Source: an optimization exercise on an open RTL-to-GDS flow (aim: small area and a short achievable clock period). Production flows keep margins and buffers that such runs may drop.
In this exercise RTL edits were held to simulation tests only and were not proved equivalent to the original.

Setup of before:
// crc_units
module crc_units (
    input  wire        clk,
    input  wire        rst_n,
    input  wire        req_valid,
    input  wire        req_write,
    input  wire [15:0] req_addr,     
    input  wire [1:0]  req_size,     
    input  wire [31:0] req_wdata,
    output reg         rsp_valid,
    output reg         rsp_err,
    output reg  [31:0] rsp_rdata
);
Size: ~88 I/O pins, ~0.046 mm2 of cells after synthesis.
==> flow/config.mk <==
export PLATFORM = sky130hd
export DESIGN_NAME = crc_units
export DESIGN_NICKNAME = crc_units
export VERILOG_FILES = /design/flow/design.v
export SDC_FILE = /design/flow/constraint.sdc
export NUM_CORES = 4
export LEC_CHECK = 0
export CAP_MARGIN = 20
export CORE_MARGIN = 2
export CORE_UTILIZATION = 40
export PLACE_DENSITY = 0.6
export SLEW_MARGIN = 20
export SYNTH_HIERARCHICAL = 1
==> flow/constraint.sdc <==
create_clock -name core_clock -period 70.0 [get_ports {clk}]
set_input_delay 14.0000 -clock core_clock [delete_from_list [all_inputs] [get_ports {clk}]]
set_output_delay 14.0000 -clock core_clock [all_outputs]
set_load 0.01 [all_outputs]
standard.sh (not shown) runs the stock make flow with config.mk's settings and CLKGATE_MAP_FILE= SYNTH_SCRIPT=/design/flow/synth_recipe.tcl, a recipe that flattens the netlist after the stock synthesis.
==> flow/flow/run.sh <==
#!/bin/bash
# Standard ORFS layout (the standard.sh, standard synthesis), with
# timing repair aimed at a setup slack margin so that the resizer works on
# the achieved period (the SDC is unchanged), and ports buffered with
# buf_2 instead of the default buffer cell.
set -euo pipefail
MARGIN=$(cat flow/margin.txt)
bash standard.sh SETUP_SLACK_MARGIN=$MARGIN \
    "BUFFER_PORTS_ARGS=-buffer_cell sky130_fd_sc_hd__buf_2" finish > flow_make.log 2>&1
==> flow/flow/margin.txt <==
53.7
diff inputs: before => after
==> flow/flow/margin.txt <==
53.5
### Flow results
Looking at final hold slack across both flows, after is the weaker of the two, with before ahead.
Post-CTS repair timing setup buffer count was lower in after than in before.
Between after and before, sum of routed wire length over all layers is higher for before, after comes in under that.
Compared to before, after has detailed-route wire length per cell about 2% lower.
Re share of final-layout standard cells stronger than drive strength 1: after and before aren't equal, and the higher value belongs to before.
For endpoint required time on the critical path, after and before come out practically identical.
Re global-route usage: after is 0.81 points down on before.
after ended up with a lower via count than before did.
Sort after and before by half-perimeter wire length of the detailed placement result, ascending, and after comes first.
Re final worst setup slack: after is 0.086 ns down on before.
Final hold violation count came out exactly the same in after and before.

---

== run E ==
Another version of the RTL of crc_units (not shown whole).
Size: roughly 4600 cells after synthesis, about 88 I/O pins.
clock: 70.0 ns
lec_check: 0
cap_margin: 20
core_margin: 2
core_utilization: 40
place_density: 0.6
slew_margin: 20
synth_hierarchical: 1
==> flow/flow/run.sh <==
#!/bin/bash
# Standard ORFS layout, with timing repair aimed at a setup slack margin so
# that the resizer works on the achieved period (the SDC is unchanged).
set -euo pipefail
MARGIN=$(cat flow/margin.txt)
bash standard.sh SETUP_SLACK_MARGIN=$MARGIN finish > flow_make.log 2>&1
==> flow/flow/margin.txt <==
53.5
Changes in run B relative to run E:
==> flow/flow/run.sh <==
#!/bin/bash
# Standard ORFS layout (the standard.sh, standard synthesis), with
# timing repair aimed at a setup slack margin so that the resizer works on
# the achieved period (the SDC is unchanged), and ports buffered with
# buf_2 instead of the default buffer cell.
set -euo pipefail
MARGIN=$(cat flow/margin.txt)
bash standard.sh SETUP_SLACK_MARGIN=$MARGIN \
    "BUFFER_PORTS_ARGS=-buffer_cell sky130_fd_sc_hd__buf_2" finish > flow_make.log 2>&1
- Comparing run E and run B, the lower design area was measured on run B.
- Run B against run E: setup slack has decreased, number of inverters outside the clock class in the layout has decreased.
- Run B vs. run E: portion of the clock cycle consumed by the worst path in the final layout held steady; number of post-CTS setup repair buffers now smaller.
- Area of the multi-input gates: run B vs run E — no meaningful difference
- Looking only at global placement routability congestion, and setting everything else aside, the lower value of run E and run B goes to run B.

---

Setup of fjord:
crc_units again, from the RTL that the note above started with.
==> flow/design.v (excerpt) <==
module crc_units (
    input  wire        clk,
    input  wire        rst_n,
    input  wire        req_valid,
    input  wire        req_write,
    input  wire [15:0] req_addr,     
    input  wire [1:0]  req_size,     
    input  wire [31:0] req_wdata,
    output reg         rsp_valid,
    output reg         rsp_err,
    output reg  [31:0] rsp_rdata
);
export LEC_CHECK = 0
export CAP_MARGIN = 20
export CORE_MARGIN = 2
export CORE_UTILIZATION = 40
export PLACE_DENSITY = 0.6
export SLEW_MARGIN = 20
export SYNTH_HIERARCHICAL = 1
create_clock -name core_clock -period 70.0 [get_ports {clk}]
run.sh (not shown) runs the stock make flow with config.mk's settings and CLKGATE_MAP_FILE= SYNTH_SCRIPT=/design/flow/synth_recipe.tcl, a recipe that flattens the netlist after the stock synthesis.
Stock flow here: none of the scripts above is used.
diff inputs: fjord => amber
- putting TNS_END_PERCENT at 0 where nothing was set
==> flow/flow/run.sh (new file) <==
#!/bin/bash
# Standard ORFS layout (the standard.sh, standard synthesis), with
# timing repair aimed at a setup slack margin so that the resizer works on
# the achieved period (the SDC is unchanged), and ports buffered with
# buf_2 instead of the default buffer cell.
set -euo pipefail
MARGIN=$(cat flow/margin.txt)
bash standard.sh SETUP_SLACK_MARGIN=$MARGIN \
    "BUFFER_PORTS_ARGS=-buffer_cell sky130_fd_sc_hd__buf_2" finish > flow_make.log 2>&1
==> flow/flow/margin.txt (new file) <==
53.5
==> flow/standard.sh (new file) <==
#!/bin/bash
# synth_recipe.tcl (not shown) runs the flow's synth.tcl, then flattens the netlist and writes it again
# the make line also repeats each setting of config.mk as NAME=value (left out here)
make -C /OpenROAD-flow-scripts/flow DESIGN_CONFIG=/design/flow/config.mk WORK_HOME=/design/flow/orfs CLKGATE_MAP_FILE= SYNTH_SCRIPT=/design/flow/synth_recipe.tcl "${@:-finish}"
removed: flow/run.sh
| design area | higher: amber |. [compare] base=fjord new=amber: count of buffers added by post-CTS timing repair for setup increased 9, pin slew with the least headroom to its limit increased 32 ps. Delta (amber minus fjord): via count of the first global-routing pass rose by 587. Going from fjord to amber, global-route usage grows by 0.83 points. | required time at the endpoint of the critical path | higher: amber |. Count of maximum capacitance violations: amber vs fjord identical. fjord → amber: met3 usage in global routing rose 0.54 points; non-clock buffer count higher.

==> static timing again, ports no longer ideal <==
The results above use ideal ports. As a check the final layouts listed here were re-extracted and re-timed, cells and wires unchanged. Step 1 (the two cells are an assumption about what drives the block):
set clk [get_ports {clk}]
set_driving_cell -lib_cell sky130_fd_sc_hd__clkbuf_16 $clk
set_driving_cell -lib_cell sky130_fd_sc_hd__buf_2 [delete_from_list [all_inputs] $clk]
Step 2 adds t to the input delays and takes it off the output delays; t is the mean of the earliest and latest rising clock arrival at the registers after step 1. Input paths then give back, and output paths get back, about the clock's delay inside the block. Slacks: ideal / step 1 / step 2; pairs: ideal / step 1.
run	shift t [ns]	setup WS [ns]	clock arrival spread, ns
before	0.678	53.516 / 53.251 / 52.573	0.028 / 0.028
after	0.694	53.430 / 53.241 / 52.547	0.031 / 0.032
run E	0.695	53.506 / 53.401 / 52.706	0.035 / 0.035
run B	0.692	53.458 / 53.333 / 52.642	0.029 / 0.029
fjord	0.683	52.168 / 52.199 / 51.516	0.035 / 0.034
amber	0.696	53.307 / 53.116 / 52.420	0.033 / 0.033
After both steps every run listed still meets setup and hold. For before, which loses most, drivers alone change the setup slack by -0.265 ns; drivers and shift together by -0.943 ns.
